What follows belongs to an exercise in optimizing a design on an open flow for small area and a short achievable clock period; a production flow would make more cautious choices.
The RTL was checked by simulation tests, not by an equivalence proof against the original design.
Power figures rest on the tool's default switching activity, not on a simulated workload.

Setup of exp/juniper:
==> flow/design.v (excerpt) <==
module drain_convert (
    input  wire         clk,
    input  wire         rst,
    input  wire         in_valid,
    input  wire [31:0]  in_acc,
    input  wire         in_acc_int,
    input  wire [3:0]   in_ofmt,
    input  wire         in_sat,
    input  wire         in_mask,
    input  wire [127:0] in_cb,
    output reg          out_valid,
    output reg  [31:0]  out_data,
    output reg          out_sat,
    output reg          out_nan
);
==> flow/config.mk <==
export PLATFORM = sky130hd
export DESIGN_NAME = drain_convert
export DESIGN_NICKNAME = drain_convert
export VERILOG_FILES = /design/flow/design.v
export SDC_FILE = /design/flow/constraint.sdc
export NUM_CORES = 4
export LEC_CHECK = 0
export ABC_AREA = 1
export CAP_MARGIN = 75
export CORE_MARGIN = 2
export CORE_UTILIZATION = 55
export CTS_CLUSTER_DIAMETER = 150
export CTS_CLUSTER_SIZE = 25
export PLACE_DENSITY = 0.7
export SLEW_MARGIN = 75
==> flow/constraint.sdc <==
create_clock -name core_clock -period 20.0 [get_ports {clk}]
set_input_delay 4.0000 -clock core_clock [delete_from_list [all_inputs] [get_ports {clk}]]
set_output_delay 4.0000 -clock core_clock [all_outputs]
set_load 0.01 [all_outputs]
standard.sh (not shown) runs the stock make flow with config.mk's settings and CLKGATE_MAP_FILE= SYNTH_SCRIPT=/design/flow/synth_recipe.tcl, a recipe that flattens the netlist after the stock synthesis.
==> flow/flow/run.sh <==
#!/bin/bash
# The standard layout, with each port buffered by the smallest buffer cell
# instead of the default choice.
set -euo pipefail
export BUFFER_PORTS_ARGS="-buffer_cell sky130_fd_sc_hd__buf_1"
bash standard.sh finish > standard_flow.log 2>&1
exp/juniper finished all stages; the layout is clean.
The following lists how exp/ember was set up differently from exp/juniper:
- swapping 75 for 72 in SLEW_MARGIN
- swapping 55 for 50 in CORE_UTILIZATION
- swapping 75 for 20 in CAP_MARGIN
- swapping 25 for 28 in CTS_CLUSTER_SIZE
### Flow results
- exp/ember vs exp/juniper — number of standard cells in the final layout excluding fillers rose 50.
- Lower post-layout worst setup margin among exp/juniper and exp/ember: exp/juniper
- Number of clock buffers in the layout (higher): exp/juniper
Changes in exp/maple relative to exp/ember:
- SLEW_MARGIN: 72 -> 68
- CORE_UTILIZATION: 50 -> 55
### Flow results
- The final layout from exp/maple, which completed every stage, passed the timing, DRC and antenna checks at the end of the flow.
- First-iteration DRC count (lower): exp/ember
- Of exp/ember and exp/maple, exp/ember shows the higher leakage power figure, with exp/maple below it.
- Setup slack: exp/maple less than exp/ember
- Tightest hold margin: exp/ember and exp/maple compared, lower one is exp/maple
- exp/maple vs. exp/ember: power share of the combinational group went down by 0.3 points.

* * *

drain_convert again, from the RTL that the note above started with.
## drain_convert
module drain_convert (
    input  wire         clk,
    input  wire         rst,
    input  wire         in_valid,
    input  wire [31:0]  in_acc,
    input  wire         in_acc_int,
    input  wire [3:0]   in_ofmt,
    input  wire         in_sat,
    input  wire         in_mask,
    input  wire [127:0] in_cb,
    output reg          out_valid,
    output reg  [31:0]  out_data,
    output reg          out_sat,
    output reg          out_nan
);
    localparam [2:0] T_G4 = 3'd0, T_I32 = 3'd6, T_FP32 = 3'd7;
    reg         r_valid;
    reg [31:0]  r_acc;
    reg         r_acc_int;
    reg [2:0]   r_ofmt;
    reg         r_sat;
    reg         r_mask;
    reg [127:0] r_cb;
    always @(posedge clk) begin
        if (rst) r_valid <= 1'b0;
        else     r_valid <= in_valid;
        r_acc     <= in_acc;
        r_acc_int <= in_acc_int;
        r_ofmt    <= in_ofmt[2:0];
        r_sat     <= in_sat;
        r_mask    <= in_mask;
        r_cb      <= in_cb;
    end
    wire [31:0] nrm_w, g4_w;
    wire        nrm_rb, nrm_st;
    wire        g4_below, g4_hsat, g4_nan;
    dc_i2f_norm u_nrm (.a(r_acc), .f(nrm_w), .rb(nrm_rb), .st(nrm_st));
    dc_g4_find  u_g4f (.acc(r_acc), .acc_int(r_acc_int), .mask(r_mask), .cb(r_cb),
                       .w(g4_w), .below(g4_below), .hi_sat(g4_hsat), .nan(g4_nan));
    reg [31:0] c1_w;
    reg [2:0]  c1_fmt;
    reg        c1_x, c1_i, c1_rb, c1_st;
    always @* begin
        c1_fmt = r_ofmt;
        c1_x   = r_sat;
        c1_i   = 1'b0;
        c1_rb  = 1'b0;
        c1_st  = 1'b0;
        if (r_ofmt == T_G4) begin
            c1_w  = g4_w;
            c1_x  = g4_hsat;
            c1_i  = g4_nan;
            c1_rb = g4_below;
        end else if (r_mask) begin
            c1_w   = 32'd0;              
            c1_fmt = T_I32;
  ...
clock: 20.0 ns
lec_check: 0
abc_area: 1
cap_margin: 20
core_margin: 2
core_utilization: 55
cts_cluster_diameter: 150
cts_cluster_size: 25
place_density: 0.7
slew_margin: 50
Scripts as last shown in full above: flow/flow/run.sh
==> next run, changes <==
--- a/flow/config.mk
+++ b/flow/config.mk
@@ -8,8 +8,6 @@
 export ABC_AREA = 1
-export CAP_MARGIN = 20
+export CAP_MARGIN = 75
 export CORE_MARGIN = 2
 export CORE_UTILIZATION = 55
-export CTS_CLUSTER_DIAMETER = 150
-export CTS_CLUSTER_SIZE = 25
 export PLACE_DENSITY = 0.7
-export SLEW_MARGIN = 50
+export SLEW_MARGIN = 75
The changed run completed without violations.
Sequential power barely changes.
Design area rose by 6.6%.
Wire length increases by 1.1%.
Power climbs by 17%.
Cell count grows by 1.3%.
Fmax rose by 11%.
Worst setup slack is better by 0.54 ns.
Critical path depth fell by 24.
Synthesized area is unchanged.
Core utilization grows by 3.9 points.
Via count goes up by 1.1%.
==> next run, changes <==
--- a/flow/config.mk
+++ b/flow/config.mk
@@ -8,6 +8,8 @@
 export ABC_AREA = 1
-export CAP_MARGIN = 75
+export CAP_MARGIN = 20
 export CORE_MARGIN = 2
 export CORE_UTILIZATION = 55
+export CTS_CLUSTER_DIAMETER = 150
+export CTS_CLUSTER_SIZE = 25
 export PLACE_DENSITY = 0.7
-export SLEW_MARGIN = 75
+export SLEW_MARGIN = 60
The changed run passed the timing, DRC and antenna checks.
Setup slack loses 0.16 ns.
Clock skew is lower by 0.019 ns.
Total power came out lower by about a fifth.

* * *

drain_convert again, from the RTL that the note above started with.
clock: 20.0 ns
lec_check: 0
abc_area: 1
cap_margin: 20
core_margin: 2
core_utilization: 55
cts_cluster_diameter: 150
cts_cluster_size: 25
place_density: 0.7
slew_margin: 75
Scripts as last shown in full above: flow/flow/run.sh
The first run passed the timing, DRC and antenna checks.
Rerun with:
SLEW_MARGIN = 68   (was 75)
Effect:
- hold slack is about the same
- via count fell by 0.44%
- global-route usage fell by 0.18 points
- wire length fell by 0.97%
- die area does not change
- design area fell by 2.3%
- core utilization fell by 1.4 points
- clock power barely changes

[afterwards: timing with drivers on the ports]
The flow's constraints put no driver on any port. The routed layouts listed below were extracted and timed again, unchanged, in two steps.
Step 1: set_driving_cell puts a clkbuf_16 on clk and a buf_2 on each other input, an assumption about the parent block.
Step 2 moves the port delays by t, midway between the first and last clock arrival at a register: inputs arrive t later, outputs are due t later. That takes back most of the time a late clock gives input paths.
a / b / c = ideal / step 1 / step 2; a / b = the first two.
run | t (ns) | slack for setup (ns) | worst register clock-pin slew, ns | cell pins on the clock port's net
exp/juniper | 0.581 | 14.959 / 14.902 / 15.061 | 0.10 / 0.10 | 1
exp/ember | 0.572 | 14.988 / 14.929 / 15.077 | 0.12 / 0.12 | 1
exp/maple | 0.575 | 14.972 / 14.915 / 14.993 | 0.12 / 0.12 | 1
the first run of note 2 | 0.564 | 14.393 / 14.393 / 14.393 | 0.10 / 0.10 | 1
the second run of note 2 | 0.617 | 14.933 / 14.877 / 14.976 | 0.07 / 0.07 | 1
the third run of note 2 | 0.567 | 14.773 / 14.773 / 14.773 | 0.11 / 0.11 | 1
the first run of note 3 | 0.581 | 14.959 / 14.902 / 15.061 | 0.10 / 0.10 | 1
the second run of note 3 | 0.575 | 14.922 / 14.919 / 14.922 | 0.10 / 0.10 | 1
After both steps every run listed still meets setup and hold.
